This is an optimization exercise on Yosys and OpenROAD, whose aim is small area and a short achievable clock period, not a production implementation.
At most, simulation tests tie the RTL to the original design; equivalence was not proved.
For run 1, only the layout was checked, not whether the RTL still works.
No activity file was given, so power comes from the tool's default toggle rates.

## flow/design.v (module list and top-level ports; edited modules follow where they fit)
// module le_fpu_rshift: 16 lines
// module le_fpu_lzc: 31 lines
// module le_fpu_add8: 37 lines
// module le_fpu_add32: 173 lines
// module le_fpu_add26: 127 lines
// module le_fpu_add22: 103 lines
// module le_fpu_pc: 11 lines
// module le_fpu_gc: 8 lines
// module le_fpu_mul: 1231 lines
// module le_fpu_fa: 4 lines
// module le_fpu_ha: 4 lines
// module le_fpu_bpp: 3 lines
// module le_fpu: 301 lines
module le_fpu (
    input  wire        clk,
    input  wire        rst,         
    input  wire        in_valid,
    input  wire [31:0] in_insn,
    input  wire [31:0] in_a,        
    input  wire [31:0] in_b,        
    output reg         out_valid,
    output reg         out_fault,   
    output reg         out_wen,     
    output reg  [4:0]  out_rd,
    output reg  [31:0] out_data
);
  // ...
==> flow/flow/run.sh <==
#!/bin/bash
set -euo pipefail
export SETUP_SLACK_MARGIN=${SETUP_SLACK_MARGIN:-6}
export BUFFER_PORTS_ARGS="-buffer_cell sky130_fd_sc_hd__buf_2"
bash standard.sh > run.log 2>&1
==> flow/standard.sh <==
#!/bin/bash
# synth_recipe.tcl (not shown) runs the flow's synth.tcl, then flattens the netlist and writes it again
# the make line also repeats each setting of config.mk as NAME=value (left out here)
make -C /OpenROAD-flow-scripts/flow DESIGN_CONFIG=/design/flow/config.mk WORK_HOME=/design/flow/orfs CLKGATE_MAP_FILE= SYNTH_SCRIPT=/design/flow/synth_recipe.tcl "${@:-finish}"
==> flow/config.mk <==
export PLATFORM = sky130hd
export DESIGN_NAME = le_fpu
export DESIGN_NICKNAME = le_fpu
export VERILOG_FILES = /design/flow/design.v
export SDC_FILE = /design/flow/constraint.sdc
export NUM_CORES = 4
export LEC_CHECK = 0
export CAP_MARGIN = 20
export CORE_MARGIN = 2
export CORE_UTILIZATION = 45
export SLEW_MARGIN = 20
export SYNTH_HIERARCHICAL = 1
export SYNTH_MINIMUM_KEEP_SIZE = 0
==> flow/constraint.sdc <==
create_clock -name core_clock -period 16.0 [get_ports {clk}]
set_input_delay 3.2000 -clock core_clock [delete_from_list [all_inputs] [get_ports {clk}]]
set_output_delay 3.2000 -clock core_clock [all_outputs]
set_load 0.01 [all_outputs]
==> key figures, run 1 <==
Die
  • Boundary Pins: about 140
  • Number of core rows: 104
  • Die Span X: slightly below 300 microns

Pwr
  • Final Power: 5.812 mW
  • Net Sw Power: between 3 and 4 mW
  • Flop+latch power: 0.398 mW
  • Clock power frac: 4.0%

Placement
  • DP Cell Count: 5251
  • Port Buffers: between 100 and 150
  • Placed cell area: 38230 sq um

Route
  • Vias: 34670
  • Vias/cell: roughly 6.6

Final layout
  • Area of the multi-input gates: around 33000 sq um
  • Count of non-CTS inverters in the layout: 169
  • Non-clock buffer count: 262
  • Storage cell area: 1812 sq um
  • CLK BUF: 9
  • Largest registers: r_val: 32 flops, r_mc: 26 flops, r_exp: 10 flops
  • Util after Layout: 48.33%
  • Antenna Cells: 1
  • Multi-input gates: roughly 3700
  • Fillcell total: 7982
  • Clock-cell share: 0.8228%
  • Multi-input combinational area share: around 85%

Critical path
  • CP Capture Type: flop
  • Worst Path Max Fanout: 26

STA
  • Final-report hold violation count: 0
  • Setup TNS: 0 ns
  • Worst Hold Slack: between 2 and 3 ns

Global route
  • GRT Total Usage: 33.33%
  • Met3 Usage GRT: 5.504%
  • GRT busiest layer: met2
  • First-pass GRT wire length: around 210000 microns

Synth
  • Average size of a mapped cell: 8.776 sq um

Outcome
  • Status: complete, no violations

Clocking
  • CTS tree: done
==> module le_fpu, before the edit <==
module le_fpu (
    input  wire        clk,
    input  wire        rst,         
    input  wire        in_valid,
    input  wire [31:0] in_insn,
    input  wire [31:0] in_a,        
    input  wire [31:0] in_b,        
    output reg         out_valid,
    output reg         out_fault,   
    output reg         out_wen,     
    output reg  [4:0]  out_rd,
    output reg  [31:0] out_data
);
    wire [5:0] op   = in_insn[31:26];
    wire [4:0] f_rb = in_insn[15:11];
    wire [4:0] f_rc = in_insn[10:6];
    wire [5:0] func = in_insn[5:0];
    reg legal;
    always @(*) begin
        legal = 1'b0;
        if (op == 6'h04) begin
            case (func)
                6'h00, 6'h01, 6'h02, 6'h07, 6'h08:
                    legal = (f_rc == 5'd0);
                6'h09, 6'h0A, 6'h0B, 6'h0C, 6'h0D, 6'h0E:
                    legal = (f_rb == 5'd0) && (f_rc == 5'd0);
                default:
                    legal = 1'b0;
            endcase
        end
    end
    wire f_add  = (func[5:1] == 5'b00000);              
    wire f_sub  = func[0];
    wire f_mul  = (func == 6'h02);
    wire f_mm   = (func == 6'h07) || (func == 6'h08);
    wire f_min  = (func == 6'h07);
    wire f_abs  = (func == 6'h09);
    wire f_neg  = (func == 6'h0A);
    wire f_cif  = (func == 6'h0B) || (func == 6'h0D);   
    wire f_qif  = func[2];                               
    wire f_cfi  = (func == 6'h0C) || (func == 6'h0E);   
    wire f_qfi  = func[1];                               
    wire f_pass = f_mm | f_abs | f_neg;
    wire        sa = in_a[31];
    wire [7:0]  ea = in_a[30:23];
    wire [22:0] fa = in_a[22:0];
    wire        a_zero = (ea == 8'd0);
    wire        a_emax = (ea == 8'hFF);
    wire        a_fnz  = (fa != 23'd0);
    wire        a_inf  = a_emax & ~a_fnz;
    wire        a_nan  = a_emax & a_fnz;
    wire        sb = in_b[31];
    wire [7:0]  eb = in_b[30:23];
    wire [22:0] fb = in_b[22:0];
    wire        b_zero = (eb == 8'd0);
    wire        b_emax = (eb == 8'hFF);
    wire        b_fnz  = (fb != 23'd0);
    wire        b_inf  = b_emax & ~b_fnz;
    wire        b_nan  = b_emax & b_fnz;
    wire a_ge = (in_a[30:0] >= in_b[30:0]);
    wire a_eq = (in_a[30:0] == in_b[30:0]);
    wire        sb_eff  = sb ^ f_sub;
    wire        eff_sub = sa ^ sb_eff;
    wire [7:0]  d_ab, d_ba;
    wire        d_ab_co, d_ba_co;
    le_fpu_add8 u_d_ab (
        .x   (ea),
        .y   (~eb),
        .cin (1'b1),
        .s   (d_ab),
        .cout(d_ab_co)
    );
    le_fpu_add8 u_d_ba (
        .x   (eb),
        .y   (~ea),
        .cin (1'b1),
        .s   (d_ba),
        .cout(d_ba_co)
    );
    wire [8:0]  t_cvt   = (f_qfi ? 9'd126 : 9'd157) - {1'b0, ea};
    wire        cvt_sat = t_cvt[8];                      
    wire [7:0]  sh_a    = f_add ? d_ba : (f_cif ? 8'd0 : t_cvt[7:0]);
    wire [31:0] xa_in   = f_cif ? in_a : {1'b0, ~a_zero, fa & {23{~a_zero}}, 7'd0};
    wire [31:0] xb_in   = {1'b0, ~b_zero, fb & {23{~b_zero}}, 7'd0};
    wire [32:0] wa, wb;
    wire        stka, stkb;
    le_fpu_rshift u_rshift_a (
        .x  (xa_in),
        .sh (sh_a[4:0]),
        .big(sh_a[7:5] != 3'd0),
        .w  (wa),
        .stk(stka)
    );
    le_fpu_rshift u_rshift_b (
        .x  (xb_in),
        .sh (d_ab[4:0]),
        .big(d_ab[7:5] != 3'd0),
        .w  (wb),
        .stk(stkb)
    );
    wire        sel_a = ~f_add | ~a_ge;
    wire [32:0] w     = sel_a ? wa : wb;
    wire        stk   = sel_a ? stka : stkb;
    wire [31:0] x_add  = f_add ? {1'b0, 1'b1, (a_ge ? fa : fb), 7'd0} : 32'd0;
    wire [31:0] y_add  = {w[32:2], w[1] | (f_add & (w[0] | stk))};
    wire        inv    = f_add ? eff_sub : sa;
    wire        cin    = inv;
    wire        cfi_up  = w[0] & (stk | w[1]);
    wire [31:0] cfi_val = w[32:1] ^ {32{sa}};
    wire        cfi_inc = sa ^ cfi_up;
    wire [31:0] sum;
    wire        add_co;
    le_fpu_add32 u_add (
        .x   (x_add),
        .y   (y_add ^ {32{inv}}),
        .cin (cin),
        .s   (sum),
        .cout(add_co)
    );
    wire [4:0]  sum_lz;
    le_fpu_lzc u_lzc (
        .x (sum),
        .lz(sum_lz)
    );
    wire [47:0] mul_s, mul_c;
    le_fpu_mul u_mul (
        .a({1'b1, fa}),
        .b({1'b1, fb}),
        .s(mul_s),
        .c(mul_c)
    );
    wire [21:0] mul_lo;
    wire        mul_cy;
    le_fpu_add22 u_mul_lo (
        .x   (mul_s[21:0]),
        .y   (mul_c[21:0]),
        .cin (1'b0),
        .s   (mul_lo),
        .cout(mul_cy)
    );
    wire [21:0] mul_t  = mul_s[21:0] ^ mul_c[21:0];
    wire [21:0] mul_o  = {mul_s[20:0] | mul_c[20:0], 1'b0};
    wire        mul_st = (mul_t != mul_o);
    wire mag_a_ge = b_zero | (~a_zero & a_ge);
    wire mag_a_le = a_zero | (~b_zero & (~a_ge | a_eq));
    wire a_le_b = (sa & ~sb) | (~sa & ~sb & mag_a_le) | (sa & sb & mag_a_ge);
    wire a_ge_b = (~sa & sb) | (~sa & ~sb & mag_a_ge) | (sa & sb & mag_a_le);
    wire pick_a = ~f_mm | b_nan | (~a_nan & (f_min ? a_le_b : a_ge_b));
    wire        p_sign = pick_a ? (f_abs ? 1'b0 : (sa ^ f_neg)) : sb;
    wire [30:0] p_mag  = pick_a ? (a_zero ? 31'd0 : in_a[30:0])
                                : (b_zero ? 31'd0 : in_b[30:0]);
    reg        c_rnd, c_sign, c_nan, c_inf, c_zero, c_sat, c_cfi, c_inc, c_mul;
    reg [9:0]  c_exp;
    reg [31:0] c_val;
    always @(*) begin
        c_rnd  = 1'b0;
        c_nan  = 1'b0;
        c_inf  = 1'b0;
        c_zero = 1'b0;
        c_sat  = 1'b0;
        c_cfi  = 1'b0;
        c_inc  = cfi_inc;
        c_mul  = f_mul;
        c_sign = sa;
        c_exp  = 10'd0;
        c_val  = sum;
        if (f_add) begin
            c_sign = a_ge ? sa : sb_eff;
            c_exp  = {2'd0, (a_ge ? ea : eb)} + 10'd1;
            if (a_nan | b_nan | (a_inf & b_inf & eff_sub))
                c_nan = 1'b1;
            else if (a_inf | b_inf) begin
                c_inf  = 1'b1;
                c_sign = a_inf ? sa : sb_eff;
            end else if (a_zero & b_zero) begin
                c_zero = 1'b1;
                c_sign = sa & sb_eff;
            end else
                c_rnd = 1'b1;
        end else if (f_mul) begin
            c_sign = sa ^ sb;
            c_exp  = {2'd0, ea} + {2'd0, eb} - 10'd126;
            c_val  = {mul_s[47:22], mul_cy, mul_st, 4'd0};
            if (a_nan | b_nan | (a_inf & b_zero) | (b_inf & a_zero))
                c_nan = 1'b1;
            else if (a_inf | b_inf)
                c_inf = 1'b1;
            else if (a_zero | b_zero)
                c_zero = 1'b1;
            else
                c_rnd = 1'b1;
        end else if (f_pass) begin
            c_val = {p_sign, p_mag};
            c_nan = f_mm ? (a_nan & b_nan) : a_nan;
        end else if (f_cif) begin
            c_exp = f_qif ? 10'd127 : 10'd158;
            c_rnd = 1'b1;
        end else begin
            c_cfi = 1'b1;
            c_val = cfi_val;
            if (a_nan) begin
                c_zero = 1'b1;
                c_sign = 1'b0;
            end else if (a_inf | cvt_sat)
                c_sat = 1'b1;
        end
    end
    reg        r_rnd, r_sign, r_nan, r_inf, r_zero, r_sat, r_cfi, r_inc, r_mul;
    reg [9:0]  r_exp;
    reg [31:0] r_val;
    reg [25:0] r_mc;                     
    reg [4:0]  r_lz;
    reg        r_valid, r_fault, r_wen;
    reg [4:0]  r_rd;
    always @(posedge clk) begin
        if (rst)
            r_valid <= 1'b0;
        else
            r_valid <= in_valid;
    end
    always @(posedge clk) begin
        r_fault <= ~legal;
        r_wen   <= legal;
        r_rd    <= in_insn[25:21];
        r_rnd   <= c_rnd;
        r_sign  <= c_sign;
        r_nan   <= c_nan;
        r_inf   <= c_inf;
        r_zero  <= c_zero;
        r_sat   <= c_sat;
        r_cfi   <= c_cfi;
        r_inc   <= c_inc;
        r_mul   <= c_mul;
        r_exp   <= c_exp;
        r_val   <= c_val;
        r_mc    <= mul_c[47:22];
        r_lz    <= sum_lz;
    end
    wire [31:0] nz   = r_val << r_lz;
    wire [4:0]  lz_n = r_lz;
    wire [25:0] mp;
    wire        mp_co;
    le_fpu_add26 u_mul_hi (
        .x   (r_val[31:6]),
        .y   (r_mc),
        .cin (r_val[5]),
        .s   (mp),
        .cout(mp_co)
    );
    wire [31:0] nm   = mp[25] ? {mp, r_val[4], 5'd0} : {mp[24:0], r_val[4], 6'd0};
    wire [31:0] nn   = r_mul ? nm : nz;
    wire        g_n  = nn[7];
    wire        s_n  = (nn[6:0] != 7'd0);
    wire        up   = g_n & (s_n | nn[8]);
    wire [24:0] m_r  = {1'b0, nn[31:8]} + {24'd0, up};
    wire        cy   = m_r[24];                  
    wire [7:0]  ef0 = r_exp[7:0] - {3'd0, lz_n};
    wire [7:0]  ef1 = r_exp[7:0] - {3'd0, lz_n} + 8'd1;
    wire [7:0]  em0 = r_exp[7:0] - 8'd1;
    wire [7:0]  em1 = r_exp[7:0];
    wire [7:0]  em2 = r_exp[7:0] + 8'd1;
    wire [7:0]  e_out = r_mul ? (mp[25] ? (cy ? em2 : em1) : (cy ? em1 : em0))
                              : (cy ? ef1 : ef0);
    wire        ex_ge255 = ($signed(r_exp) >= 10'sd255);
    wire        ex_ge256 = ($signed(r_exp) >= 10'sd256);
    wire        ex_eq254 = (r_exp == 10'd254);
    wire        ex_eq255 = (r_exp == 10'd255);
    wire        top1 = r_mul ? mp[25] : r_val[31];
    wire        top2 = r_mul | r_val[30];
    wire        ovf = top1 ? (ex_ge255 | (cy & ex_eq254))
                    : (top2 & (ex_ge256 | (cy & ex_eq255)));
    wire        ex_neg = r_exp[9];
    wire        ex_big = ~r_exp[9] & (r_exp[8:5] != 4'd0);
    wire        ex_le0 = ex_neg | (r_exp == 10'd0);
    wire        ex_le1 = ex_le0 | (r_exp == 10'd1);
    wire        unf_f  = ex_neg | (~ex_big & (cy ? (r_exp[4:0] < lz_n) : (r_exp[4:0] <= lz_n)));
    wire        unf_m  = mp[25] ? (cy ? ex_neg : ex_le0) : (cy ? ex_le0 : ex_le1);
    wire        unf    = r_mul ? unf_m : unf_f;
    wire        val_zero = (r_val == 32'd0);
    wire [31:0] cfi_r = r_val + {31'd0, r_inc};
    always @(*) begin
        out_valid = r_valid;
        out_fault = r_fault;
        out_wen   = r_wen;
        out_rd    = r_rd;
        if (r_nan)
            out_data = 32'h7FC0_0000;
        else if (r_inf | (r_rnd & ovf))
            out_data = {r_sign, 8'hFF, 23'd0};
        else if (r_rnd & val_zero)
            out_data = 32'd0;
        else if (r_zero | (r_rnd & unf))
            out_data = {r_sign, 31'd0};
        else if (r_cfi)
            out_data = (r_sat | (~r_sign & cfi_r[31])) ? {r_sign, {31{~r_sign}}} : cfi_r;
        else if (r_rnd)
            out_data = {r_sign, e_out, m_r[22:0]};
        else
            out_data = r_val;
    end
endmodule
==> run 2, diff against run 1 <==
--- a/flow/design.v
+++ b/flow/design.v
@@ -15,34 +15,20 @@
     assign stk = ((x & lost) != 32'd0);
 endmodule
-module le_fpu_lzc (
+module le_fpu_norm (
     input  wire [31:0] x,
+    output wire [31:0] n,
     output wire [4:0]  lz
 );
-    reg [15:0] v1;  reg [15:0] c1;
-    reg [7:0]  v2;  reg [15:0] c2;
-    reg [3:0]  v3;  reg [11:0] c3;
-    reg [1:0]  v4;  reg [7:0]  c4;
-    reg [4:0]  c5;
-    integer i;
-    always @(*) begin
-        for (i = 0; i < 16; i = i + 1) begin
-            v1[i] = x[2*i+1] | x[2*i];
-            c1[i] = ~x[2*i+1];
-        end
-        for (i = 0; i < 8; i = i + 1) begin
-            v2[i] = v1[2*i+1] | v1[2*i];
-            c2[2*i +: 2] = v1[2*i+1] ? {1'b0, c1[2*i+1]} : {1'b1, c1[2*i]};
-        end
-        for (i = 0; i < 4; i = i + 1) begin
-            v3[i] = v2[2*i+1] | v2[2*i];
-            c3[3*i +: 3] = v2[2*i+1] ? {1'b0, c2[4*i+2 +: 2]} : {1'b1, c2[4*i +: 2]};
-        end
-        for (i = 0; i < 2; i = i + 1) begin
-            v4[i] = v3[2*i+1] | v3[2*i];
-            c4[4*i +: 4] = v3[2*i+1] ? {1'b0, c3[6*i+3 +: 3]} : {1'b1, c3[6*i +: 3]};
-        end
-        c5 = v4[1] ? {1'b0, c4[7:4]} : {1'b1, c4[3:0]};
-    end
-    assign lz = c5;
+    wire        z4 = (x[31:16] == 16'd0);
+    wire [31:0] n4 = z4 ? {x[15:0], 16'd0} : x;
+    wire        z3 = (n4[31:24] == 8'd0);
+    wire [31:0] n3 = z3 ? {n4[23:0], 8'd0} : n4;
+    wire        z2 = (n3[31:28] == 4'd0);
+    wire [31:0] n2 = z2 ? {n3[27:0], 4'd0} : n3;
+    wire        z1 = (n2[31:30] == 2'd0);
+    wire [31:0] n1 = z1 ? {n2[29:0], 2'd0} : n2;
+    wire        z0 = ~n1[31];
+    assign n  = z0 ? {n1[30:0], 1'b0} : n1;
+    assign lz = {z4, z3, z2, z1, z0};
 endmodule
 module le_fpu_add8 (
@@ -1810,6 +1796,10 @@
     wire        sb_eff  = sb ^ f_sub;
     wire        eff_sub = sa ^ sb_eff;
+    wire        sel_a   = ~f_add | ~a_ge;
+    wire        z_sel   = sel_a ? a_zero : b_zero;
+    wire [22:0] f_sel   = sel_a ? fa : fb;
+    wire [31:0] s_in    = f_cif ? in_a : {1'b0, ~z_sel, f_sel & {23{~z_sel}}, 7'd0};
     wire [7:0]  d_ab, d_ba;
-    wire        d_ab_co, d_ba_co;
+    wire        e_ge, e_le;                          
     le_fpu_add8 u_d_ab (
         .x   (ea),
@@ -1817,5 +1807,5 @@
         .cin (1'b1),
         .s   (d_ab),
-        .cout(d_ab_co)
+        .cout(e_ge)
     );
     le_fpu_add8 u_d_ba (
@@ -1824,30 +1814,19 @@
         .cin (1'b1),
         .s   (d_ba),
-        .cout(d_ba_co)
+        .cout(e_le)
     );
+    wire [7:0]  d_exp   = e_ge ? d_ab : d_ba;
     wire [8:0]  t_cvt   = (f_qfi ? 9'd126 : 9'd157) - {1'b0, ea};
     wire        cvt_sat = t_cvt[8];                      
-    wire [7:0]  sh_a    = f_add ? d_ba : (f_cif ? 8'd0 : t_cvt[7:0]);
-    wire [31:0] xa_in   = f_cif ? in_a : {1'b0, ~a_zero, fa & {23{~a_zero}}, 7'd0};
-    wire [31:0] xb_in   = {1'b0, ~b_zero, fb & {23{~b_zero}}, 7'd0};
-    wire [32:0] wa, wb;
-    wire        stka, stkb;
-    le_fpu_rshift u_rshift_a (
-        .x  (xa_in),
-        .sh (sh_a[4:0]),
-        .big(sh_a[7:5] != 3'd0),
-        .w  (wa),
-        .stk(stka)
-    );
-    le_fpu_rshift u_rshift_b (
-        .x  (xb_in),
-        .sh (d_ab[4:0]),
-        .big(d_ab[7:5] != 3'd0),
-        .w  (wb),
-        .stk(stkb)
+    wire [7:0]  sh_full = f_add ? d_exp : (f_cif ? 8'd0 : t_cvt[7:0]);
+    wire [32:0] w;
+    wire        stk;
+    le_fpu_rshift u_rshift (
+        .x  (s_in),
+        .sh (sh_full[4:0]),
+        .big(sh_full[7:5] != 3'd0),
+        .w  (w),
+        .stk(stk)
     );
-    wire        sel_a = ~f_add | ~a_ge;
-    wire [32:0] w     = sel_a ? wa : wb;
-    wire        stk   = sel_a ? stka : stkb;
     wire [31:0] x_add  = f_add ? {1'b0, 1'b1, (a_ge ? fa : fb), 7'd0} : 32'd0;
     wire [31:0] y_add  = {w[32:2], w[1] | (f_add & (w[0] | stk))};
@@ -1866,9 +1845,4 @@
         .cout(add_co)
     );
-    wire [4:0]  sum_lz;
-    le_fpu_lzc u_lzc (
-        .x (sum),
-        .lz(sum_lz)
-    );
     wire [47:0] mul_s, mul_c;
     le_fpu_mul u_mul (
@@ -1958,5 +1932,4 @@
     reg [31:0] r_val;
     reg [25:0] r_mc;                     
-    reg [4:0]  r_lz;
     reg        r_valid, r_fault, r_wen;
     reg [4:0]  r_rd;
@@ -1983,8 +1956,12 @@
         r_val   <= c_val;
         r_mc    <= mul_c[47:22];
-        r_lz    <= sum_lz;
     end
-    wire [31:0] nz   = r_val << r_lz;
-    wire [4:0]  lz_n = r_lz;
+    wire [31:0] nz;
+    wire [4:0]  lz_n;
+    le_fpu_norm u_norm (
+        .x (r_val),
+        .n (nz),
+        .lz(lz_n)
+    );
     wire [25:0] mp;
     wire        mp_co;
@@ -1998,4 +1975,5 @@
     wire [31:0] nm   = mp[25] ? {mp, r_val[4], 5'd0} : {mp[24:0], r_val[4], 6'd0};
     wire [31:0] nn   = r_mul ? nm : nz;
+    wire [4:0]  lz   = r_mul ? {4'd0, ~mp[25]} : lz_n;
     wire        g_n  = nn[7];
     wire        s_n  = (nn[6:0] != 7'd0);
@@ -2003,11 +1981,6 @@
     wire [24:0] m_r  = {1'b0, nn[31:8]} + {24'd0, up};
     wire        cy   = m_r[24];                  
-    wire [7:0]  ef0 = r_exp[7:0] - {3'd0, lz_n};
-    wire [7:0]  ef1 = r_exp[7:0] - {3'd0, lz_n} + 8'd1;
-    wire [7:0]  em0 = r_exp[7:0] - 8'd1;
-    wire [7:0]  em1 = r_exp[7:0];
-    wire [7:0]  em2 = r_exp[7:0] + 8'd1;
-    wire [7:0]  e_out = r_mul ? (mp[25] ? (cy ? em2 : em1) : (cy ? em1 : em0))
-                              : (cy ? ef1 : ef0);
+    wire signed [9:0] e0 = $signed(r_exp) - $signed({5'd0, lz});
+    wire [7:0]  e_out = cy ? (e0[7:0] + 8'd1) : e0[7:0];
     wire        ex_ge255 = ($signed(r_exp) >= 10'sd255);
     wire        ex_ge256 = ($signed(r_exp) >= 10'sd256);
@@ -2020,9 +1993,5 @@
     wire        ex_neg = r_exp[9];
     wire        ex_big = ~r_exp[9] & (r_exp[8:5] != 4'd0);
-    wire        ex_le0 = ex_neg | (r_exp == 10'd0);
-    wire        ex_le1 = ex_le0 | (r_exp == 10'd1);
-    wire        unf_f  = ex_neg | (~ex_big & (cy ? (r_exp[4:0] < lz_n) : (r_exp[4:0] <= lz_n)));
-    wire        unf_m  = mp[25] ? (cy ? ex_neg : ex_le0) : (cy ? ex_le0 : ex_le1);
-    wire        unf    = r_mul ? unf_m : unf_f;
+    wire        unf = ex_neg | (~ex_big & (cy ? (r_exp[4:0] < lz) : (r_exp[4:0] <= lz)));
     wire        val_zero = (r_val == 32'd0);
     wire [31:0] cfi_r = r_val + {31'd0, r_inc};
==> flow/flow/run.sh (replaced) <==
#!/bin/bash
set -euo pipefail
export SETUP_SLACK_MARGIN=${SETUP_SLACK_MARGIN:-6.5}
export BUFFER_PORTS_ARGS="-buffer_cell sky130_fd_sc_hd__buf_2"
bash standard.sh > run.log 2>&1
==> run 2 against run 1 <==
Compared with the run above: sequential share of layout area fell by 0.056 points; highest routed layer unchanged; via count fell by 10%; global-route usage fell by 0.57 points; setup slack improved by 0.52 ns; clock-buffer cell count did not move; combinational power fell by 4.4%; first-iteration DRC count fell by 4.5%; fmax rose by 5.4%; critical path depth rose by 2; sequential power fell by 2%; utilization rose by 3.9 points; clock power fell by 14%.
==> key figures, run 2 <==
Die
  • Die footprint: 74720 sq um (was 83660 sq um)
  • Boundary Pins: 139 (unchanged)
  • Die extent in y: 273.3 microns (was 289.2 microns)
  • Initial core utilization: 45.59% (was 45.45%)
  • Die Span X: 273.3 microns (was 289.2 microns)
  • Core area: 71610 sq um (was 80550 sq um)
  • Number of core rows: 98 (was 104)

Global route
  • Initial antenna violation count: 4 (was 5)
  • First-pass GRT wire length: 187900 microns (was 213100 microns)
  • GRT Total Usage: 32.76% (was 33.33%)
  • Vias in the first global route: 29420 (was 33390)
  • Largest net degree at the start of global routing: 77 (was 65)
  • Gr ovfl total: 0 (unchanged)

Clocking
  • Deepest clock path buffer count: 2 (unchanged)
  • CTS tree: done (unchanged)
  • Clock root buffer: clkbuf_16 (unchanged)
  • Clk slew on worst S/H paths: 0.07 ns (about the same)
  • CTS sink cnt: 85 (was 90)
  • CTS H-tree depth: 3 (unchanged)
  • CTS buffer count: 9 (unchanged)

Pwr
  • VDD IR max: 0.2608 mV (was 0.2620 mV)
  • Sw frac: 53.45% (was 53.94%)
  • Sequential Power Share: 7.1% (was 6.9%)
  • Final Power: 5.537 mW (was 5.812 mW)
  • Net Sw Power: 2.959 mW (was 3.135 mW)
  • Comb power frac: 89.4% (was 89.2%)
  • Leak pwr: 15.38 nW (was 15.53 nW)
  • PwrDens: 148.1 nW/um^2 (was 149.3 nW/um^2)
  • Pint: 2.577 mW (was 2.677 mW)
  • Clock power frac: 3.6% (was 4.0%)

Route
  • Drt initial violations: 3462 (was 3624)
  • Vias/cell: 6.415 (was 6.564)
  • # DRC: 0 (unchanged)
  • DRT Pass-1 Iters: 6 (was 9)
  • WL per Instance: 26.57 microns (was 27.03 microns)
  • WL final: 129000 microns (was 142700 microns)
  • Vias: 31150 (was 34670)
  • Antenna Nets Post-Route: 0 (unchanged)

Hold path
  • Hold path cells: 1 (unchanged)
  • Worst Hold Launch: in_insn[21] (was in_insn[25])
  • Class of the tightest hold or removal check: in -> reg (unchanged)
  • Worst Hold End: r_rd[0]$_DFF_P_ (was r_rd[4]$_DFF_P_)

Final layout
  • Top reg by flops: r_val (unchanged)
  • Most common cell after layout, fill and taps aside: xnor2_1 (unchanged)
  • Fillcell total: 6747 (was 7982)
  • Most frequent cells in the layout: xnor2_1 (411), a22oi_2 (276), fa_1 (271), buf_4 (213), nand2_1 (211) (was xnor2_1 (416), a22oi_2 (276), fa_1 (268), nor2_1 (247), nand2_1 (232))
  • Share of cells above drive strength 1: 25.44% (was 19.74%)
  • Max reg flops: 32 (unchanged)
  • Synth-to-Final Area Change: 14.53% (was 6.322%)
  • Final cell count without fillers: 4855 (was 5281)
  • Post-route cell area: 37390 sq um (was 38930 sq um)
  • Util after Layout: 52.21% (was 48.33%)
  • Final #Nets: 4469 (was 4790)
  • Largest registers: r_val: 32 flops, r_mc: 26 flops, r_exp: 10 flops (unchanged)

Placement
  • Pre-CTS setup slack: 3.675 ns (was 4.732 ns)
  • DP Cell Count: 4672 (was 5251)
  • HPWL Detailed: 83500 microns (was 101700 microns)
  • Port Buffers: 133 (unchanged)
  • GPL Wtd Cong: 0.9551 (was 0.9831)
  • Placed cell area: 33980 sq um (was 38230 sq um)

Run
  • Max Cap Viol: 0 (unchanged)

STA
  • Fin crit period: 9.501 ns (was 10.02 ns)
  • Setup TNS: 0 ns (unchanged)
  • Fin crit share: 59.38% (was 62.60%)
  • Unrepaired setup endpoints after global routing: true (unchanged)
  • Slew @ Worst Pin: 1.112 ns (was 1.089 ns)
  • Peak Freq: 105.3 MHz (was 99.83 MHz)
  • Worst Hold Slack: 2.944 ns (was 2.930 ns)
  • Final worst slack: 6.499 ns (was 5.983 ns)
  • Fin. max-slew vios: 0 (unchanged)
  • Relative slew slack: 25.20% (was 27.41%)
  • Final Setup Violations: 0 (unchanged)
  • Final-report hold violation count: 0 (unchanged)

Outcome
  • Status: complete, no violations (unchanged)

Critical path
  • Data required time of the critical path: 16.20 ns (was 16.25 ns)
  • CP Class: in -> reg (unchanged)
  • Largest stage delay, worst path: 0.56 ns (was 0.54 ns)
  • Max stage delay cell, worst path: or4_1 (was or4_4)
  • Worst setup SP type: input pin (unchanged)
  • Crit path top cell by count: buf_4 (was a21o_1)
  • CP Capture Type: flop (unchanged)
  • Critical path arrival: 9.70 ns (was 10.27 ns)
  • Worst Path Max Fanout: 12 (was 26)

Synth
  • Average size of a mapped cell: 8.776 sq um (about the same)
  • Post-Syn Instances: 3720 (was 4172)
  • YS warnings: 8 (was 9)
  • Cell area after synthesis: 32650 sq um (was 36610 sq um)
-- run 2: final cells by class --
type | count | area [sq um] | area share, %
diodes | 2 | 5.005 | 0.01339
repair buffers | 380 | 3400 | 9.092
multi-input cells | 3279 | 30210 | 80.79
well taps | 950 | 1189 | 3.179
clock buffers | 9 | 225.2 | 0.6024
inverters | 143 | 588.1 | 1.573
flip-flops and latches | 85 | 1719 | 4.598
clock inverters | 7 | 57.56 | 0.1539
-- run 2: power groups by stage --
| stage | Sequential, mW | Clock, mW | Combinational, mW |
|---|---|---|---|
| 5_1_grt | 0.392 | 0.211 | 5.32 |
| 3_3_place_gp | 0.386 | 0 | 4.58 |
| 3_5_place_dp | 0.386 | 0 | 4.61 |
| 6_report | 0.391 | 0.198 | 4.95 |
| 4_1_cts | 0.384 | 0.202 | 4.74 |
| 2_1_floorplan | 0.338 | 0 | 3.84 |
-- run 2: how the worst max path moves through the flow --
stage	endpoint	start	cells past startpoint
6_report	r_val[25]$_DFF_P_	in_b[22]	32
5_1_grt	r_val[29]$_DFF_P_	in_b[19]	35
4_1_cts	out_data[1]	r_val[20]$_DFF_P_	23
3_5_place_dp	r_val[25]$_DFF_P_	in_b[7]	31
3_3_place_gp	r_val[25]$_DFF_P_	in_b[7]	31
2_1_floorplan	r_val[22]$_DFF_P_	in_b[28]	30
-- run 2: metal layers --
layer	track usage, %	vias to the layer above	share of wire (%)
met5	0	-	0
met4	16.95	0	6.2
met3	5.974	431	11
met2	51.75	1831	44
met1	42.66	15170	39
li1	-	13710	-
-- run 2: worst max-delay path, delay by kind of cell --
kind            cells  cell delay (ns)
simple gates        7             1.64
xor+xnor            2             0.32
compound gates     13             2.35
mux                 1             0.24
fa+ha+maj           2             0.67
buf+inv             7             1.25
-- run 2: what timing repair did --
| action | CTS | global route |
|---|---|---|
| cloned | 14 | 7 |
| gates resized for setup | 187 | 203 |
| endpoints found under the setup margin | 65 | 60 |
| buffers inserted | 39 | 105 |
| hold buffers | 0 | 0 |
| pin swaps | 24 | 61 |
==> run 3, diff against run 2 <==
--- a/flow/config.mk
+++ b/flow/config.mk
@@ -12,2 +12,3 @@
 export SYNTH_HIERARCHICAL = 1
 export SYNTH_MINIMUM_KEEP_SIZE = 0
+export TNS_END_PERCENT = 5
==> run 3 against run 2 <==
Compared with the run above: global-route usage grew 0.94 points; area after synthesis is the same; critical path depth grew 5; utilization grew 0.37 points; critical endpoint is now r_val[8]$_DFF_P_; largest cell class unchanged; highest routed layer is now met5.
==> key figures, run 3 <==
Outcome
  • Status: complete, no violations (unchanged)

Die
  • Number of core rows: 98 (unchanged)
  • Die footprint: 74720 sq um (unchanged)
  • Core area: 71610 sq um (unchanged)
  • Boundary Pins: 139 (unchanged)
  • Die Span X: 273.3 microns (unchanged)
  • Initial core utilization: 45.59% (unchanged)
  • Die extent in y: 273.3 microns (unchanged)

Route
  • WL per Instance: 27.28 microns (was 26.57 microns)
  • Antenna Nets Post-Route: 0 (unchanged)
  • Vias/cell: 6.507 (was 6.415)
  • DRT Pass-1 Iters: 8 (was 6)
  • # DRC: 0 (unchanged)
  • WL final: 132600 microns (was 129000 microns)
  • Drt initial violations: 3536 (was 3462)
  • Vias: 31620 (was 31150)

Clocking
  • CTS sink cnt: 85 (unchanged)
  • Clk slew on worst S/H paths: 0.07 ns (about the same)
  • Clock root buffer: clkbuf_16 (unchanged)
  • CTS H-tree depth: 3 (unchanged)
  • Hold Buf Count CTS: 0 (unchanged)
  • Deepest clock path buffer count: 2 (unchanged)
  • CTS buffer count: 9 (unchanged)
  • CTS tree: done (unchanged)

Critical path
  • Max stage delay cell, worst path: nor4_2 (was or4_1)
  • Worst setup path end: r_val[8]$_DFF_P_ (was r_val[25]$_DFF_P_)
  • Critical path arrival: 9.96 ns (was 9.70 ns)
  • Worst setup SP type: input pin (unchanged)
  • Data required time of the critical path: 16.19 ns (was 16.20 ns)
  • CP Capture Type: flop (unchanged)
  • Crit path top cell by count: buf_4 (unchanged)
  • Worst setup startpoint: in_a[7] (was in_b[22])
  • CP Class: in -> reg (unchanged)
  • Worst Path Max Fanout: 50 (was 12)
  • Largest stage delay, worst path: 0.63 ns (was 0.56 ns)

STA
  • Fin. max-slew vios: 0 (unchanged)
  • Slew @ Worst Pin: 1.048 ns (was 1.112 ns)
  • Peak Freq: 102.3 MHz (was 105.3 MHz)
  • Final Setup Violations: 0 (unchanged)
  • Relative slew slack: 30.14% (was 25.20%)
  • Fin crit period: 9.774 ns (was 9.501 ns)
  • Final-report hold violation count: 0 (unchanged)
  • Fin crit share: 61.09% (was 59.38%)
  • Unrepaired setup endpoints after global routing: true (unchanged)
  • Setup TNS: 0 ns (unchanged)

Global route
  • Largest net degree at the start of global routing: 77 (unchanged)
  • Initial antenna violation count: 10 (was 4)
  • Gr ovfl total: 0 (unchanged)
  • GRT Total Usage: 33.70% (was 32.76%)
  • First-pass GRT wire length: 193000 microns (was 187900 microns)
  • Vias in the first global route: 30230 (was 29420)

Final layout
  • Synth-to-Final Area Change: 15.34% (was 14.53%)
  • Final #Nets: 4470 (was 4469)
  • Final cell count without fillers: 4860 (was 4855)
  • Top reg by flops: r_val (unchanged)
  • Max reg flops: 32 (unchanged)
  • Most common cell after layout, fill and taps aside: xnor2_1 (unchanged)
  • Share of cells above drive strength 1: 24.97% (was 25.44%)
  • Most frequent cells in the layout: xnor2_1 (411), a22oi_2 (276), fa_1 (271), nand2_1 (210), buf_4 (201) (was xnor2_1 (411), a22oi_2 (276), fa_1 (271), buf_4 (213), nand2_1 (211))
  • Largest registers: r_val: 32 flops, r_mc: 26 flops, r_exp: 10 flops (unchanged)

Synth
  • Cell area after synthesis: 32650 sq um (unchanged)
  • Post-Syn Instances: 3720 (unchanged)
  • YS warnings: 8 (unchanged)
  • Average size of a mapped cell: 8.776 sq um (unchanged)

Pwr
  • PwrDens: 151.6 nW/um^2 (was 148.1 nW/um^2)
  • VDD IR max: 0.1765 mV (was 0.2608 mV)
  • Leak pwr: 15.55 nW (was 15.38 nW)

Run
  • Max Cap Viol: 0 (unchanged)

Placement
  • Port Buffers: 133 (unchanged)
  • DP Cell Count: 4671 (was 4672)
  • HPWL Detailed: 82810 microns (was 83500 microns)
  • GPL Wtd Cong: 0.9537 (was 0.9551)

Hold path
  • Class of the tightest hold or removal check: in -> reg (unchanged)
==> run 3: stage by stage <==
step | util (%) | power [mW] | hold WS [ns] | setup slack [ns] | instance area, sq um
after floorplan | - | 4.174 | 3.228 | 6.465 | 32870
after global placement | 47.45 | 5.004 | 3.303 | 3.365 | 33980
after detailed placement | 47.45 | 5.025 | 3.304 | 3.219 | 33980
after CTS | 50.41 | 5.376 | 2.936 | 6.478 | 36100
after global routing | 52.57 | 6.057 | 2.938 | 6.254 | 37650
final | 52.58 | 5.708 | 2.951 | 6.226 | 37650
==> run 3: critical path: cells and delay by family <==
family / cells / cell delay, ns
adders and majority gates: 1 / 0.30
and+or+nand+nor: 3 / 1.05
AOI/OAI and AO/OA: 5 / 1.47
buffers and inverters: 28 / 3.89
==> run 3: worst min path at each step <==
stage                startpoint              end  slack [ns]  cells after the start
floorplan           in_insn[21]  r_rd[0]$_DFF_P_        3.23                      0
finish              in_insn[24]  r_rd[3]$_DFF_P_        2.95                      1
global placement    in_insn[23]  r_rd[2]$_DFF_P_        3.30                      1
global route        in_insn[25]  r_rd[4]$_DFF_P_        2.94                      1
CTS                 in_insn[24]  r_rd[3]$_DFF_P_        2.94                      1
detailed placement  in_insn[24]  r_rd[3]$_DFF_P_        3.30                      1
==> run 3: layer usage <==
layer / track usage, % / share of wire (%)
met1: 42.47 / 38
met4: 18.81 / 6.6
met5: 0 / 0.11
met2: 52.65 / 44
met3: 8.333 / 11
==> run 3: cell type report <==
class	count	area, sq um
antenna	6	15.01
clock buffer	10	239.0
clock inverter	6	78.83
fill	6633	33960
inverter	143	576.8
multi-input combinational	3279	30170
sequential	85	1713
tap	950	1189
timing repair buffer	381	3677
==> run 3: what timing repair did <==
action | 4_1_cts | 5_1_grt
pin swaps | 27 | 43
setup endpoints to repair | 65 | 64
gates cloned | 19 | 8
setup buffers | 72 | 68
gates resized for setup | 206 | 171
==> run 3: report_power, final <==
part	switching (mW)	internal (mW)	leakage (nW)
Clock	0.0921	0.128	0.157
Combinational	2.90	2.20	14.7
Sequential	0.0958	0.292	0.712
==> run 4, diff against run 3 <==
==> flow/flow/run.sh (replaced) <==
#!/bin/bash
set -euo pipefail
export SETUP_SLACK_MARGIN=${SETUP_SLACK_MARGIN:-7}
export BUFFER_PORTS_ARGS="-buffer_cell sky130_fd_sc_hd__buf_2"
bash standard.sh > run.log 2>&1
--- a/flow/config.mk
+++ b/flow/config.mk
@@ -12,3 +12,2 @@
 export SYNTH_HIERARCHICAL = 1
 export SYNTH_MINIMUM_KEEP_SIZE = 0
-export TNS_END_PERCENT = 5
==> run 4 against run 3 <==
Compared with the run above: global-route usage increased by 0.90 points; combinational power about the same; sequential power about the same; area after synthesis unchanged; largest cell class unchanged; still clean; critical path type unchanged.
==> key figures, run 4 <==
Outcome
  • Status: complete, no violations (unchanged)

Critical path
  • Crit path top cell by count: buf_12 (was buf_4)
  • Worst Path Max Fanout: 8 (was 50)
  • Critical path arrival: 9.95 ns (was 9.96 ns)
  • CP Capture Type: flop (unchanged)
  • Data required time of the critical path: 16.22 ns (was 16.19 ns)
  • Worst setup SP type: input pin (unchanged)
  • CP Class: in -> reg (unchanged)
  • Max stage delay cell, worst path: mux4_2 (was nor4_2)
  • Largest stage delay, worst path: 0.50 ns (was 0.63 ns)

Placement
  • GPL Wtd Cong: 0.9541 (was 0.9537)
  • Port Buffers: 133 (unchanged)
  • DP Cell Count: 4673 (was 4671)
  • HPWL Detailed: 83600 microns (was 82810 microns)

Die
  • Core area: 71610 sq um (unchanged)
  • Die Span X: 273.3 microns (unchanged)
  • Die footprint: 74720 sq um (unchanged)
  • Die extent in y: 273.3 microns (unchanged)
  • Initial core utilization: 45.59% (unchanged)
  • Number of core rows: 98 (unchanged)
  • Boundary Pins: 139 (unchanged)

Clocking
  • Clock root buffer: clkbuf_16 (unchanged)
  • CTS buffer count: 9 (unchanged)
  • CTS H-tree depth: 3 (unchanged)
  • Deepest clock path buffer count: 2 (unchanged)
  • CTS sink cnt: 85 (unchanged)
  • Clk slew on worst S/H paths: 0.07 ns (about the same)
  • CTS tree: done (unchanged)
  • Hold Buf Count CTS: 0 (unchanged)

STA
  • Fin crit share: 60.84% (was 61.09%)
  • Slew @ Worst Pin: 1.153 ns (was 1.048 ns)
  • Fin crit period: 9.734 ns (was 9.774 ns)
  • Worst Hold Slack: 2.950 ns (was 2.951 ns)
  • Relative slew slack: 23.06% (was 30.14%)
  • Fin. max-slew vios: 0 (unchanged)
  • Peak Freq: 102.7 MHz (was 102.3 MHz)
  • Unrepaired setup endpoints after global routing: true (unchanged)
  • Final Setup Violations: 0 (unchanged)
  • Final-report hold violation count: 0 (unchanged)
  • Setup TNS: 0 ns (unchanged)

Global route
  • Gr ovfl total: 0 (unchanged)
  • Initial antenna violation count: 8 (was 10)
  • First-pass GRT wire length: 198000 microns (was 193000 microns)
  • Vias in the first global route: 30990 (was 30230)
  • Largest net degree at the start of global routing: 70 (was 77)
  • GRT Total Usage: 34.60% (was 33.70%)

Pwr
  • Leak pwr: 15.85 nW (was 15.55 nW)
  • PwrDens: 147.4 nW/um^2 (was 151.6 nW/um^2)
  • VDD IR max: 0.2834 mV (was 0.1765 mV)

Final layout
  • Most common cell after layout, fill and taps aside: xnor2_1 (unchanged)
  • Share of cells above drive strength 1: 27.34% (was 24.97%)
  • Max reg flops: 32 (unchanged)
  • Top reg by flops: r_val (unchanged)
  • Most frequent cells in the layout: xnor2_1 (410), a22oi_2 (276), fa_1 (271), nand2_1 (210), buf_4 (203) (was xnor2_1 (411), a22oi_2 (276), fa_1 (271), nand2_1 (210), buf_4 (201))
  • Largest registers: r_val: 32 flops, r_mc: 26 flops, r_exp: 10 flops (unchanged)
  • Synth-to-Final Area Change: 17.85% (was 15.34%)
  • Final cell count without fillers: 4893 (was 4860)
  • Final #Nets: 4502 (was 4470)

Route
  • DRT Pass-1 Iters: 7 (was 8)
  • Drt initial violations: 3791 (was 3536)
  • # DRC: 0 (unchanged)
  • WL per Instance: 27.39 microns (was 27.28 microns)
  • WL final: 134000 microns (was 132600 microns)
  • Vias/cell: 6.533 (was 6.507)
  • Antenna Nets Post-Route: 0 (unchanged)
  • Vias: 31970 (was 31620)

Hold path
  • Class of the tightest hold or removal check: in -> reg (unchanged)

Synth
  • Average size of a mapped cell: 8.776 sq um (unchanged)
  • Post-Syn Instances: 3720 (unchanged)
  • Cell area after synthesis: 32650 sq um (unchanged)
  • YS warnings: 8 (unchanged)

Run
  • Max Cap Viol: 0 (unchanged)
## run 4: area by class of cell
type                            instances  area, sq um
Antenna cell                            7        17.52
Clock buffer                           10        239.0
Clock inverter                          6        68.82
Fill cell                            6598        33130
Inverter                              143        600.6
Multi-Input combinational cell       3277        30540
Sequential cell                        85         1748
Tap cell                              950         1189
Timing Repair Buffer                  414         4063
Timing Repair inverter                  1        8.758
## run 4: worst paths after layout
path   startpoint                end  slack, ns  cells past startpoint
max      in_a[14]  r_val[18]$_DFF_P_       6.27                     33
min   in_insn[22]    r_rd[1]$_DFF_P_       2.95                      1
## run 4: routing by layer
metal	part of all wire (%)	vias up	GRT usage (%)
met3	12	540	9.009
met2	43	2170	53.18
li1	-	13800	-
met4	7.3	6	21.38
met1	37	15450	43.28
met5	0.034	-	0
## run 4: through the flow
step                cell area (sq um)  utilization [%]  total power, mW  setup slack, ns
finish                          38470            53.73            5.669            6.266
global placement                34050            47.55            4.968            4.572
detailed placement              34050            47.55            4.964            4.568
floorplan                       32930                -            4.177            6.993
CTS                             37350            52.15            5.360            6.623
global route                    38460            53.71            6.031            6.144
## run 4: critical path, delay by kind of cell
family | cells | cell delay [ns]
mux | 2 | 0.78
xor+xnor | 2 | 0.37
buf+inv | 6 | 0.95
simple gates | 3 | 0.63
compound gates | 18 | 3.33
fa+ha+maj | 2 | 0.64
## run 4: what timing repair did
item                                    in CTS  in global routing
setup buffers                              120                 49
gates resized for setup                    347                143
pin swaps                                   72                 66
endpoints found under the setup margin      64                 64
cloned                                      23                  5
## run 4: power by group
group	total, mW	internal (mW)	switching, mW	leakage [nW]
combinational	5.07	2.22	2.85	15.0
sequential	0.385	0.295	0.0908	0.714
clock	0.210	0.126	0.0839	0.150
==> run 5, diff against run 4 <==
==> flow/flow/run.sh (replaced) <==
#!/bin/bash
set -euo pipefail
export SETUP_SLACK_MARGIN=${SETUP_SLACK_MARGIN:-6}
export BUFFER_PORTS_ARGS="-buffer_cell sky130_fd_sc_hd__buf_2"
bash standard.sh > run.log 2>&1
--- a/flow/config.mk
+++ b/flow/config.mk
@@ -8,5 +8,5 @@
 export CAP_MARGIN = 20
 export CORE_MARGIN = 2
-export CORE_UTILIZATION = 45
+export CORE_UTILIZATION = 50
 export SLEW_MARGIN = 20
 export SYNTH_HIERARCHICAL = 1
==> run 5 against run 4 <==
Compared with the run above: sequential power grew 2%; setup slack lost 0.17 ns; clock power grew 11%; utilization grew 2.2 points; clock-buffer cell count shrank 1; flip-flop and latch count is the same; still clean on timing, DRC and antenna; cell count shrank 4.5%; die area shrank 9.9%.
==> key figures, run 5 <==
Outcome
  • Status: complete, no violations (unchanged)

Clocking
  • Clock root buffer: clkbuf_16 (unchanged)
  • Clk slew on worst S/H paths: 0.07 ns (about the same)
  • CTS buffer count: 9 (unchanged)
  • CTS H-tree depth: 3 (unchanged)
  • CTS tree: done (unchanged)
  • CTS sink cnt: 85 (unchanged)
  • Hold Buf Count CTS: 0 (unchanged)
  • Deepest clock path buffer count: 2 (unchanged)

Critical path
  • Largest stage delay, worst path: 0.49 ns (was 0.50 ns)
  • Crit-path leading delay family: compound AO/OA/AOI/OAI gates (unchanged)
  • Worst path bufs/invs: 5 (was 6)
  • Worst setup SP type: input pin (unchanged)
  • Worst Path Max Fanout: 31 (was 8)
  • Max stage delay cell, worst path: mux4_2 (unchanged)
  • Crit path top cell by count: a21oi_1 (was buf_12)
  • Critical path arrival: 10.13 ns (was 9.95 ns)
  • Data required time of the critical path: 16.23 ns (was 16.22 ns)
  • Worst setup startpoint: in_a[7] (was in_a[14])
  • CP Capture Type: flop (unchanged)
  • CP Class: in -> reg (unchanged)

Die
  • Die footprint: 67350 sq um (was 74720 sq um)
  • Boundary Pins: 139 (unchanged)
  • Number of core rows: 93 (was 98)
  • Die Span X: 259.5 microns (was 273.3 microns)
  • Initial core utilization: 50.64% (was 45.59%)
  • Die extent in y: 259.5 microns (was 273.3 microns)
  • Core area: 64460 sq um (was 71610 sq um)

Placement
  • DP Cell Count: 4577 (was 4673)
  • HPWL Detailed: 82850 microns (was 83600 microns)
  • GPL Wtd Cong: 0.9603 (was 0.9541)
  • Port Buffers: 133 (unchanged)

Route
  • DRT Pass-1 Iters: 6 (was 7)
  • Antenna Nets Post-Route: 0 (unchanged)
  • Vias: 31250 (was 31970)
  • WL final: 130000 microns (was 134000 microns)
  • WL per Instance: 27.84 microns (was 27.39 microns)
  • Vias/cell: 6.691 (was 6.533)
  • Drt initial violations: 3885 (was 3791)
  • # DRC: 0 (unchanged)

Final layout
  • Final #Nets: 4376 (was 4502)
  • Top reg by flops: r_val (unchanged)
  • Area of the multi-input gates: 29690 sq um (was 30540 sq um)
  • Synth-to-Final Area Change: 10.49% (was 17.85%)
  • Fillcell total: 6102 (was 6598)
  • Storage cell area: 1713 sq um (was 1748 sq um)
  • Most common cell after layout, fill and taps aside: xnor2_1 (unchanged)
  • Largest registers: r_val: 32 flops, r_mc: 26 flops, r_exp: 10 flops (unchanged)
  • Share of cells above drive strength 1: 21.08% (was 27.34%)
  • Final cell count without fillers: 4671 (was 4893)
  • Most frequent cells in the layout: xnor2_1 (410), a22oi_2 (276), fa_1 (271), nand2_1 (210), ha_1 (200) (was xnor2_1 (410), a22oi_2 (276), fa_1 (271), nand2_1 (210), buf_4 (203))
  • Max reg flops: 32 (unchanged)

Synth
  • YS warnings: 8 (unchanged)
  • Cell area after synthesis: 32650 sq um (unchanged)
  • Post-Syn Instances: 3720 (unchanged)
  • Average size of a mapped cell: 8.776 sq um (unchanged)

Global route
  • Initial antenna violation count: 9 (was 8)
  • First-pass GRT wire length: 192300 microns (was 198000 microns)
  • Gr ovfl total: 0 (unchanged)
  • Largest net degree at the start of global routing: 77 (was 70)
  • Vias in the first global route: 29730 (was 30990)
  • GRT Total Usage: 37.63% (was 34.60%)

STA
  • Unrepaired setup endpoints after global routing: true (unchanged)
  • Slew @ Worst Pin: 1.060 ns (was 1.153 ns)
  • Setup TNS: 0 ns (unchanged)
  • Final Setup Violations: 0 (unchanged)
  • Relative slew slack: 28.68% (was 23.06%)
  • Final-report hold violation count: 0 (unchanged)
  • Fin crit period: 9.903 ns (was 9.734 ns)
  • Fin. max-slew vios: 0 (unchanged)
  • Peak Freq: 101.0 MHz (was 102.7 MHz)
  • Fin crit share: 61.89% (was 60.84%)

Pwr
  • VDD IR max: 0.2316 mV (was 0.2834 mV)
  • Leak pwr: 14.96 nW (was 15.85 nW)
  • Final Power: 5.466 mW (was 5.669 mW)
  • PwrDens: 151.5 nW/um^2 (was 147.4 nW/um^2)

Hold path
  • Class of the tightest hold or removal check: in -> reg (unchanged)
  • Worst Hold Launch: in_insn[21] (was in_insn[22])

Run
  • Max Cap Viol: 0 (unchanged)
## run 5: what timing repair did
action,in CTS,in global routing
pin swaps,10,8
resized for setup,143,86
gates cloned,19,4
buffers inserted,26,23
endpoints found under the hold margin,0,0
endpoints found under the setup margin,58,59
## run 5: path summary, 6_finish.rpt
path | endpoint | depth (start not counted)
worst min-delay path | r_rd[0]$_DFF_P_ | 1
worst max-delay path | r_val[15]$_DFF_P_ | 31
## run 5: area by class of cell
| cell class | count | area share [%] |
|---|---|---|
| diodes | 6 | 0.04162 |
| clock buffers | 9 | 0.6243 |
| inverters | 143 | 1.561 |
| repair buffers | 290 | 7.451 |
| clock inverters | 7 | 0.2914 |
| well taps | 855 | 2.966 |
| multi-input cells | 3276 | 82.32 |
| flip-flops and latches | 85 | 4.749 |
## run 5: power breakdown
part	switching [mW]	internal [mW]	total, mW
sequential	0.0993	0.292	0.391
combinational	2.74	2.10	4.84
clock	0.0947	0.139	0.234
## run 5: metrics by stage
stage / setup WS [ns] / hold slack, ns / utilization, % / cell area [sq um]
detailed placement: 3.583 / 3.304 / 52.60 / 33910
global placement: 3.476 / 3.303 / 52.60 / 33910
CTS: 6.022 / 2.925 / 55.03 / 35470
global route: 5.930 / 2.925 / 55.95 / 36070
finish: 6.097 / 2.937 / 55.96 / 36070
floorplan: 6.058 / 3.228 / - / 32850
## run 5: per-layer routing
layer | global-route usage [%] | part of all wire [%] | vias to the layer above
met5 | 0 | 0.13 | -
met4 | 18.42 | 5.9 | 10
met3 | 9.373 | 11 | 462
met2 | 57.01 | 43 | 1958
met1 | 49.91 | 40 | 15270
li1 | - | - | 13550
==> run 6, diff against run 5 <==
--- a/flow/config.mk
+++ b/flow/config.mk
@@ -8,5 +8,5 @@
 export CAP_MARGIN = 20
 export CORE_MARGIN = 2
-export CORE_UTILIZATION = 50
+export CORE_UTILIZATION = 45
 export SLEW_MARGIN = 20
 export SYNTH_HIERARCHICAL = 1
==> run 6 against run 5 <==
Compared with the run above: global-route usage fell by 5.5 points; sequential share of layout area barely moved; die area rose by 11%; flip-flop and latch count did not move; critical endpoint is now r_val[13]$_DFF_P_.
==> key figures, run 6 <==
Route
  • Vias: 30730 (was 31250)
  • WL final: 125600 microns (was 130000 microns)
  • Vias/cell: 6.436 (was 6.691)
  • # DRC: 0 (unchanged)
  • Met2 Wirelength: 56090 microns (was 55770 microns)
  • WL met1: 50060 microns (was 51520 microns)
  • WL per Instance: 26.31 microns (was 27.84 microns)
  • Top Layer Used: met5 (unchanged)
  • Drt initial violations: 3265 (was 3885)
  • DRT Pass-1 Iters: 6 (unchanged)
  • Routed wl met3: 12720 microns (was 14890 microns)
  • Antenna Nets Post-Route: 0 (unchanged)

Pwr
  • Leak pwr: 14.86 nW (was 14.96 nW)
  • VDD IR max: 0.2320 mV (was 0.2316 mV)
  • Sw frac: 53.49% (was 53.75%)
  • Net Sw Power: 2.910 mW (was 2.938 mW)
  • PwrDens: 150.7 nW/um^2 (was 151.5 nW/um^2)
  • Pint: 2.530 mW (was 2.528 mW)
  • Sequential Power Share: 7.1% (was 7.2%)
  • Clock power frac: 3.8% (was 4.3%)
  • Comb power frac: 89.1% (was 88.6%)

Placement
  • GPL Wtd Cong: 0.9642 (was 0.9603)
  • HPWL Detailed: 82550 microns (was 82850 microns)
  • Port Buffers: 133 (unchanged)

Critical path
  • Largest stage delay, worst path: 0.61 ns (was 0.49 ns)
  • Worst setup SP type: input pin (unchanged)
  • Max stage delay cell, worst path: a221oi_1 (was mux4_2)
  • Critical path arrival: 10.00 ns (was 10.13 ns)
  • CP Class: in -> reg (unchanged)
  • Data required time of the critical path: 16.18 ns (was 16.23 ns)
  • Worst Path Max Fanout: 6 (was 31)
  • CP Capture Type: flop (unchanged)

Global route
  • Gr ovfl total: 0 (unchanged)
  • First-pass GRT wire length: 185900 microns (was 192300 microns)
  • Largest net degree at the start of global routing: 77 (unchanged)
  • Initial antenna violation count: 5 (was 9)
  • GRT Total Usage: 32.18% (was 37.63%)
  • Vias in the first global route: 29750 (was 29730)

STA
  • Slew @ Worst Pin: 1.037 ns (was 1.060 ns)
  • Relative slew slack: 30.87% (was 28.68%)
  • Fin crit period: 9.825 ns (was 9.903 ns)
  • Unrepaired setup endpoints after global routing: true (unchanged)
  • Setup TNS: 0 ns (unchanged)
  • Fin crit share: 61.40% (was 61.89%)
  • Fin. max-slew vios: 0 (unchanged)
  • Peak Freq: 101.8 MHz (was 101.0 MHz)
  • Final Setup Violations: 0 (unchanged)
  • Final-report hold violation count: 0 (unchanged)
  • Worst Hold Slack: 2.956 ns (was 2.937 ns)

Final layout
  • Synth-to-Final Area Change: 10.54% (was 10.49%)
  • Fillcell total: 6850 (was 6102)
  • Share of cells above drive strength 1: 21.68% (was 21.08%)
  • Largest registers: r_val: 32 flops, r_mc: 26 flops, r_exp: 10 flops (unchanged)
  • Max reg flops: 32 (unchanged)
  • Most frequent cells in the layout: xnor2_1 (411), a22oi_2 (276), fa_1 (271), nand2_1 (211), ha_1 (200) (was xnor2_1 (410), a22oi_2 (276), fa_1 (271), nand2_1 (210), ha_1 (200))
  • Top reg by flops: r_val (unchanged)
  • Most common cell after layout, fill and taps aside: xnor2_1 (unchanged)
  • Final #Nets: 4386 (was 4376)

Synth
  • YS warnings: 8 (unchanged)
  • Average size of a mapped cell: 8.776 sq um (unchanged)
  • Cell area after synthesis: 32650 sq um (unchanged)
  • Post-Syn Instances: 3720 (unchanged)

Run
  • Max Cap Viol: 0 (unchanged)

Outcome
  • Status: complete, no violations (unchanged)

Clocking
  • Hold Buf Count CTS: 0 (unchanged)
  • CTS buffer count: 9 (unchanged)
  • CTS tree: done (unchanged)
  • Deepest clock path buffer count: 2 (unchanged)
  • CTS sink cnt: 85 (unchanged)
  • CTS H-tree depth: 3 (unchanged)
  • Clk slew on worst S/H paths: 0.06 ns (was 0.07 ns)
  • Clock root buffer: clkbuf_16 (unchanged)

Hold path
  • Worst Hold Launch: in_insn[24] (was in_insn[21])
  • Class of the tightest hold or removal check: in -> reg (unchanged)
  • Worst Hold End: r_rd[3]$_DFF_P_ (was r_rd[0]$_DFF_P_)
  • Hold path cells: 1 (unchanged)

Die
  • Die footprint: 74720 sq um (was 67350 sq um)
  • Number of core rows: 98 (was 93)
  • Die extent in y: 273.3 microns (was 259.5 microns)
  • Core area: 71610 sq um (was 64460 sq um)
  • Die Span X: 273.3 microns (was 259.5 microns)
  • Initial core utilization: 45.59% (was 50.64%)
  • Boundary Pins: 139 (unchanged)
## run 6: worst max-delay path by stage
stage                   from                end  slack, ns  cells after the start
CTS                 in_b[23]  r_val[27]$_DFF_P_       6.01                     27
global route        in_b[22]  r_val[27]$_DFF_P_       5.93                     34
floorplan           in_b[28]  r_val[22]$_DFF_P_       6.06                     30
global placement     in_b[7]  r_val[23]$_DFF_P_       3.18                     31
detailed placement   in_b[7]  r_val[26]$_DFF_P_       3.11                     31
finish              in_a[14]  r_val[13]$_DFF_P_       6.18                     32
## run 6: what timing repair did
action / 4_1_cts / 5_1_grt
pin swaps: 4 / 27
setup endpoints to repair: 59 / 55
buffers inserted: 15 / 48
cloned: 9 / 11
resized for setup: 123 / 125
## run 6: cell type report
class / count / area [sq um] / share of cell area [%]
multi-input combinational: 3279 / 29750 / 82.45
timing repair buffer: 297 / 2561 / 7.097
sequential: 85 / 1709 / 4.736
tap: 950 / 1189 / 3.294
inverter: 143 / 560.5 / 1.553
clock buffer: 11 / 242.7 / 0.6726
clock inverter: 5 / 58.81 / 0.1630
antenna: 5 / 12.51 / 0.03467
## run 6: metal layers
layer | vias up | track usage (%)
li1 | 13570 | -
met2 | 1795 | 52.25
met1 | 14940 | 42.21
met5 | - | 0
met3 | 420 | 5.667
met4 | 4 | 13.06
## run 6: critical path: cells and delay by family
| kind | cells | cell delay [ns] |
|---|---|---|
| adders and majority gates | 2 | 0.68 |
| buffers and inverters | 6 | 1.08 |
| muxes | 3 | 0.62 |
| AOI/OAI and AO/OA | 13 | 2.85 |
| xor gates and xnor gates | 2 | 0.37 |
| and+or+nand+nor | 6 | 1.16 |
## run 6: power groups by stage
stage	combinational, mW	sequential (mW)	clock [mW]
4_1_cts	4.69	0.379	0.215
6_report	4.85	0.384	0.209
3_5_place_dp	4.61	0.383	0
3_3_place_gp	4.60	0.382	0
2_1_floorplan	3.84	0.338	0
5_1_grt	5.22	0.388	0.224
## run 6: through the flow
step / utilization [%] / worst slack, ns / power, mW / cell area (sq um) / instances
2_1_floorplan: - / 6.058 / 4.174 / 32850 / 3773
3_3_place_gp: 47.44 / 3.184 / 4.980 / 33970 / 4671
3_5_place_dp: 47.44 / 3.114 / 4.991 / 33970 / 4671
4_1_cts: 48.91 / 6.012 / 5.280 / 35020 / 4711
5_1_grt: 50.39 / 5.925 / 5.830 / 36080 / 4773
6_report: 50.40 / 6.175 / 5.440 / 36090 / 4775

-- re-timing with driven ports --
How much do the figures lean on ideal ports? The routed layouts below were timed once more, with nothing changed but the port constraints. Step 1: set_driving_cell puts a clkbuf_16 on clk and a buf_2 on each other input, an assumption about the parent block. Step 2 moves the port delays by t, midway between the first and last clock arrival at a register: inputs arrive t later, outputs are due t later. That takes back most of the time a late clock gives input paths. Slacks: ideal ports / drivers / drivers and shift; pairs: ideal ports / drivers.
run | t (ns) | setup slack, ns | slew at the worst register clock pin (ns) | pins driven straight from the clock port
run 1 | 0.421 | 5.983 / 6.008 / 5.587 | 0.08 / 0.08 | 1
run 2 | 0.397 | 6.499 / 6.457 / 6.061 | 0.07 / 0.07 | 1
run 3 | 0.399 | 6.226 / 6.211 / 5.813 | 0.07 / 0.07 | 1
run 4 | 0.389 | 6.266 / 6.175 / 5.787 | 0.07 / 0.07 | 1
run 5 | 0.400 | 6.097 / 6.118 / 5.718 | 0.07 / 0.07 | 1
run 6 | 0.387 | 6.175 / 6.140 / 5.753 | 0.07 / 0.07 | 1
After both steps setup and hold are still met in every run listed. The setup slack of run 4, which loses most, moves by -0.091 ns with the drivers and by -0.479 ns with both steps.
